From an optimization exercise on the open Yosys and OpenROAD flow, aimed at small area; shortcuts taken in it are not production practice. No activity file was given, so power comes from the tool's default toggle rates.

Setup of build 54:
==> flow/design.v (excerpt) <==
module vdx_istore_ecc (
    input  wire          clk,
    input  wire          rst,
    input  wire          wr_valid,
    input  wire [79:0]   wr_data,
    output reg           enc_valid,
    output reg  [7:0]    enc_chk,
    input  wire [3:0]    rd_valid,
    input  wire [351:0]  rd_word,
    output reg  [3:0]    chk_valid,
    output reg  [7:0]    chk_status,
    output reg  [319:0]  chk_data,
    output wire [3:0]    wb_valid,
    output reg  [31:0]   wb_chk,
    input  wire          cnt_clr,
    output reg  [15:0]   ce_cnt
);
Size in the first run: roughly 2600 cells after synthesis, roughly 750 flip-flops, ~830 I/O pins, about 0.029 sq mm of cells after synthesis.
Settings: LEC_CHECK=0, CAP_MARGIN=20, CORE_AREA=2 2.72 498 109.52, DIE_AREA=0 0 500 112, SLEW_MARGIN=20; clock period 8.0 ns.
standard.sh (not shown) runs the stock make flow with config.mk's settings and CLKGATE_MAP_FILE= SYNTH_SCRIPT=/design/flow/synth_recipe.tcl, a recipe that flattens the netlist after the stock synthesis.
==> flow/flow/run.sh <==
#!/bin/bash
# The standard layout (the standard.sh, standard synthesis unchanged),
# with two changes:
#  - the port buffers that buffer_ports inserts on every input and output
#    are buf_1 instead of the default cell;
#  - clock tree synthesis uses larger sink clusters of clkbuf_8 and no
#    dummy loads.
set -euo pipefail
CTS="-sink_clustering_enable -repair_clock_nets -dont_use_dummy_load"
CTS="$CTS -buf_list {${CTS_BUFS:-sky130_fd_sc_hd__clkbuf_4 sky130_fd_sc_hd__clkbuf_8}}"
CTS="$CTS -sink_clustering_size ${CTS_SIZE:-12} -sink_clustering_max_diameter ${CTS_DIAM:-45}"
bash standard.sh \
  "BUFFER_PORTS_ARGS=-buffer_cell sky130_fd_sc_hd__buf_1" \
  "CTS_ARGS=$CTS" \
  finish > standard.log 2>&1
Changes in build 90 relative to build 54:
Settings: CORE_MARGIN newly set to 2; DIE_AREA removed (was 0 0 500 112); CORE_AREA removed (was 2 2.72 498 109.52); CORE_UTILIZATION newly set to 35.
==> flow/run.sh (new file) <==
#!/bin/bash
# synth_recipe.tcl (not shown) runs the flow's synth.tcl, then flattens the netlist and writes it again
# the make line also repeats each setting of config.mk as NAME=value (left out here)
make -C /OpenROAD-flow-scripts/flow DESIGN_CONFIG=/design/flow/config.mk WORK_HOME=/design/flow/orfs CLKGATE_MAP_FILE= SYNTH_SCRIPT=/design/flow/synth_recipe.tcl finish
removed: flow/flow/run.sh
removed: flow/standard.sh
Findings:
Diff build 54 -> build 90 | global-route wire length before repair | up by more than a quarter
Build 90 ends up with a post-route total power that is about 20% higher than in build 54.
Side by side, first-iteration DRC count turned out lower in build 90 than in build 54.
Going from build 54 to build 90, cell area after placement grew by more than 10%.
Detailed-route wire length per cell | build 90 above build 54
The inputs of build 13 differ from those of build 90 as listed below.
Settings: ABC_AREA: unset -> 1; CORE_UTILIZATION: 35 -> 60.
==> flow/flow/run.sh (new file) <==
#!/bin/bash
# The standard layout (the standard.sh, standard synthesis unchanged),
# with two changes:
#  - the port buffers that buffer_ports inserts on every input and output
#    are buf_1 instead of the default cell;
#  - clock tree synthesis uses larger sink clusters of clkbuf_8 and no
#    dummy loads.
set -euo pipefail
CTS="-sink_clustering_enable -repair_clock_nets -dont_use_dummy_load"
CTS="$CTS -buf_list {${CTS_BUFS:-sky130_fd_sc_hd__clkbuf_8}}"
CTS="$CTS -sink_clustering_size ${CTS_SIZE:-20} -sink_clustering_max_diameter ${CTS_DIAM:-60}"
bash standard.sh \
  "BUFFER_PORTS_ARGS=-buffer_cell sky130_fd_sc_hd__buf_1" \
  "CTS_ARGS=$CTS" \
  finish > standard.log 2>&1
==> flow/standard.sh (new file) <==
#!/bin/bash
# synth_recipe.tcl (not shown) runs the flow's synth.tcl, then flattens the netlist and writes it again
# the make line also repeats each setting of config.mk as NAME=value (left out here)
make -C /OpenROAD-flow-scripts/flow DESIGN_CONFIG=/design/flow/config.mk WORK_HOME=/design/flow/orfs CLKGATE_MAP_FILE= SYNTH_SCRIPT=/design/flow/synth_recipe.tcl "${@:-finish}"
removed: flow/run.sh
[summary]
Share of total power in combinational logic, build 13 and build 90: lower on build 13
Going from build 90 to build 13, worst-case setup slack after placement went up 0.99 ns; design area up about 1%.
No functional check of the RTL was part of any run of this note.

* * *

Another version of the RTL of vdx_istore_ecc (not shown whole).
For scale: about 2600 cells after synthesis, roughly 750 flip-flops, ~830 I/O pins.
==> flow/design.v (excerpt) <==
module vdx_istore_ecc (
    input  wire          clk,
    input  wire          rst,
    input  wire          wr_valid,
    input  wire [79:0]   wr_data,
    output reg           enc_valid,
    output reg  [7:0]    enc_chk,
    input  wire [3:0]    rd_valid,
    input  wire [351:0]  rd_word,
    output reg  [3:0]    chk_valid,
    output reg  [7:0]    chk_status,
    output reg  [319:0]  chk_data,
    output wire [3:0]    wb_valid,
    output reg  [31:0]   wb_chk,
    input  wire          cnt_clr,
    output reg  [15:0]   ce_cnt
);
    wire [7:0] wr_chk;
    vdx_enc u_enc (.d(wr_data), .c(wr_chk));
    always @(posedge clk) begin
        enc_valid <= wr_valid & ~rst;
        enc_chk   <= wr_chk;
    end
    reg [3:0]   s1_valid;
    reg [351:0] s1_word;
    always @(posedge clk) begin
        s1_valid <= rd_valid & {4{~rst}};
        s1_word  <= rd_word;
    end
    genvar g, k;
    generate
        for (g = 0; g < 4; g = g + 1) begin : g_lane
            wire [87:0] w = s1_word[g*88 +: 88];
            wire [6:0]  s;
            wire        p;
            vdx_syn u_syn (.w(w), .s(s), .p(p));
  ...
Settings: LEC_CHECK=0, CAP_MARGIN=20, CORE_AREA=2 2.72 498 109.52, DIE_AREA=0 0 500 112, GPL_TIMING_DRIVEN=0, SLEW_MARGIN=20, SYNTH_HIERARCHICAL=1, SYNTH_MINIMUM_KEEP_SIZE=0; clock period 8.0 ns.
==> flow/flow/run.sh <==
#!/bin/bash
# The standard layout (the standard.sh, standard synthesis unchanged),
# with two changes:
#  - the port buffers that buffer_ports inserts on every input and output
#    are buf_1 instead of the default cell;
#  - clock tree synthesis uses larger sink clusters of clkbuf_8 and no
#    dummy loads.
set -euo pipefail
CTS="-sink_clustering_enable -repair_clock_nets -dont_use_dummy_load"
CTS="$CTS -buf_list {${CTS_BUFS:-sky130_fd_sc_hd__clkbuf_4 sky130_fd_sc_hd__clkbuf_8}}"
CTS="$CTS -sink_clustering_size ${CTS_SIZE:-12} -sink_clustering_max_diameter ${CTS_DIAM:-45}"
bash standard.sh \
  "BUFFER_PORTS_ARGS=-buffer_cell sky130_fd_sc_hd__buf_1" \
  "CTS_ARGS=$CTS" \
  finish > standard.log 2>&1
==> next run, changes <==
Settings changed: GPL_TIMING_DRIVEN 0 to default.
Clock power is about the same.
Power went down by a few percent.
Worst hold slack got worse by 7.2 ps.
Cell area came out lower slightly.
Cell count drops slightly.
Area after synthesis stays the same.
Wire length drops slightly.
Die area stays the same.
No functional check of the RTL was part of any run of this note.

* * *

vdx_istore_ecc with an RTL version that a note above also has.
==> flow/config.mk <==
export PLATFORM = sky130hd
export DESIGN_NAME = vdx_istore_ecc
export DESIGN_NICKNAME = vdx_istore_ecc
export VERILOG_FILES = /design/flow/design.v
export SDC_FILE = /design/flow/constraint.sdc
export NUM_CORES = 4
export LEC_CHECK = 0
export CAP_MARGIN = 20
export CORE_MARGIN = 2
export CORE_UTILIZATION = 60
export SLEW_MARGIN = 20
==> flow/constraint.sdc <==
create_clock -name core_clock -period 8.0 [get_ports {clk}]
set_input_delay 1.6000 -clock core_clock [delete_from_list [all_inputs] [get_ports {clk}]]
set_output_delay 1.6000 -clock core_clock [all_outputs]
set_load 0.01 [all_outputs]
==> flow/flow/run.sh <==
#!/bin/bash
# The standard layout (the standard.sh, standard synthesis unchanged),
# with two changes:
#  - the port buffers that buffer_ports inserts on every input and output
#    are buf_1 instead of the default cell;
#  - clock tree synthesis uses larger sink clusters of clkbuf_8 and no
#    dummy loads.
set -euo pipefail
CTS="-sink_clustering_enable -repair_clock_nets -dont_use_dummy_load"
CTS="$CTS -buf_list {${CTS_BUFS:-sky130_fd_sc_hd__clkbuf_8}}"
CTS="$CTS -sink_clustering_size ${CTS_SIZE:-15} -sink_clustering_max_diameter ${CTS_DIAM:-50}"
bash standard.sh \
  "BUFFER_PORTS_ARGS=-buffer_cell sky130_fd_sc_hd__buf_1" \
  "CTS_ARGS=$CTS" \
  finish > standard.log 2>&1
The baseline died in 3_2_place_iop.
Then changed:
--- a/flow/config.mk
+++ b/flow/config.mk
@@ -7,5 +7,5 @@
 export LEC_CHECK = 0
 export CAP_MARGIN = 20
-export CORE_MARGIN = 2
-export CORE_UTILIZATION = 60
+export CORE_AREA = 2 2.72 438 129.28
+export DIE_AREA = 0 0 440 132
 export SLEW_MARGIN = 20
Outcome: The new run passed the timing, DRC and antenna checks; synthesized area stays the same; synthesized cell count stays the same.
Then changed:
--- a/flow/flow/run.sh
+++ b/flow/flow/run.sh
@@ -8,6 +8,6 @@
 set -euo pipefail
 CTS="-sink_clustering_enable -repair_clock_nets -dont_use_dummy_load"
-CTS="$CTS -buf_list {${CTS_BUFS:-sky130_fd_sc_hd__clkbuf_8}}"
-CTS="$CTS -sink_clustering_size ${CTS_SIZE:-15} -sink_clustering_max_diameter ${CTS_DIAM:-50}"
+CTS="$CTS -buf_list {${CTS_BUFS:-sky130_fd_sc_hd__clkbuf_4 sky130_fd_sc_hd__clkbuf_8}}"
+CTS="$CTS -sink_clustering_size ${CTS_SIZE:-12} -sink_clustering_max_diameter ${CTS_DIAM:-45}"
 bash standard.sh \
   "BUFFER_PORTS_ARGS=-buffer_cell sky130_fd_sc_hd__buf_1" \
--- a/flow/config.mk
+++ b/flow/config.mk
@@ -7,5 +7,5 @@
 export LEC_CHECK = 0
 export CAP_MARGIN = 20
-export CORE_AREA = 2 2.72 438 129.28
-export DIE_AREA = 0 0 440 132
+export CORE_MARGIN = 2
+export CORE_UTILIZATION = 65
 export SLEW_MARGIN = 20
This time the run stopped in 3_2_place_iop (PPL-0024).
Synthesized area stays the same.
Synthesized cell count stays the same.
Then changed:
==> flow/run.sh (new file) <==
#!/bin/bash
# synth_recipe.tcl (not shown) runs the flow's synth.tcl, then flattens the netlist and writes it again
# the make line also repeats each setting of config.mk as NAME=value (left out here)
make -C /OpenROAD-flow-scripts/flow DESIGN_CONFIG=/design/flow/config.mk WORK_HOME=/design/flow/orfs CLKGATE_MAP_FILE= SYNTH_SCRIPT=/design/flow/synth_recipe.tcl finish
--- a/flow/config.mk
+++ b/flow/config.mk
@@ -8,4 +8,5 @@
 export CAP_MARGIN = 20
 export CORE_MARGIN = 2
-export CORE_UTILIZATION = 65
+export CORE_UTILIZATION = 55
+export CTS_BUF_LIST = sky130_fd_sc_hd__clkbuf_2 sky130_fd_sc_hd__clkbuf_4
 export SLEW_MARGIN = 20
removed: flow/flow/run.sh
removed: flow/standard.sh
After rerunning: This time the run produced a clean layout; synthesized area stays the same; synthesized cell count stays the same.
No functional check of the RTL was part of any run of this note.

[re-timing with driven ports]
How much do the figures lean on ideal ports? The routed layouts below were timed once more, with nothing changed but the port constraints.
Step 1 assumes that a clkbuf_16 drives the clock port and a buf_2 every other input.
Step 2 times the ports against the registers' clock, not the clock port: input delays grow and output delays shrink by t, the midpoint of the rising clock arrivals with the driver on.
Slacks: ideal ports / drivers / drivers and shift; pairs: ideal ports / drivers.
run | t (ns) | slack for setup (ns) | worst hold slack (ns) | worst setup path after step 2 | worst register clock-pin slew, ns
build 54 | 0.720 | 4.138 / 4.071 / 4.036 | 0.445 / 0.445 / 0.445 | input to register | 0.10 / 0.10
build 90 | 0.686 | 4.151 / 4.196 / 3.510 | 0.423 / 0.423 / 0.423 | input to register | 0.06 / 0.06
build 13 | 0.736 | 4.437 / 4.437 / 4.296 | 0.401 / 0.401 / 0.401 | input to register | 0.13 / 0.13
the first run of note 2 | 0.723 | 3.467 / 3.514 / 2.791 | 0.450 / 0.450 / 0.450 | input to register | 0.10 / 0.10
the second run of note 2 | 0.740 | 3.572 / 3.572 / 2.933 | 0.443 / 0.443 / 0.443 | input to register | 0.10 / 0.10
the second run of note 3 | 0.746 | 4.168 / 4.168 / 3.876 | 0.448 / 0.448 / 0.448 | input to register | 0.11 / 0.11
the fourth run of note 3 | 1.091 | 3.854 / 3.795 / 3.356 | 0.424 / 0.424 / 0.424 | input to register | 0.08 / 0.08
After both steps setup and hold are still met in every run listed. The setup slack of the first run of note 2, which loses most, moves by +0.047 ns with the drivers and by -0.676 ns with both steps.
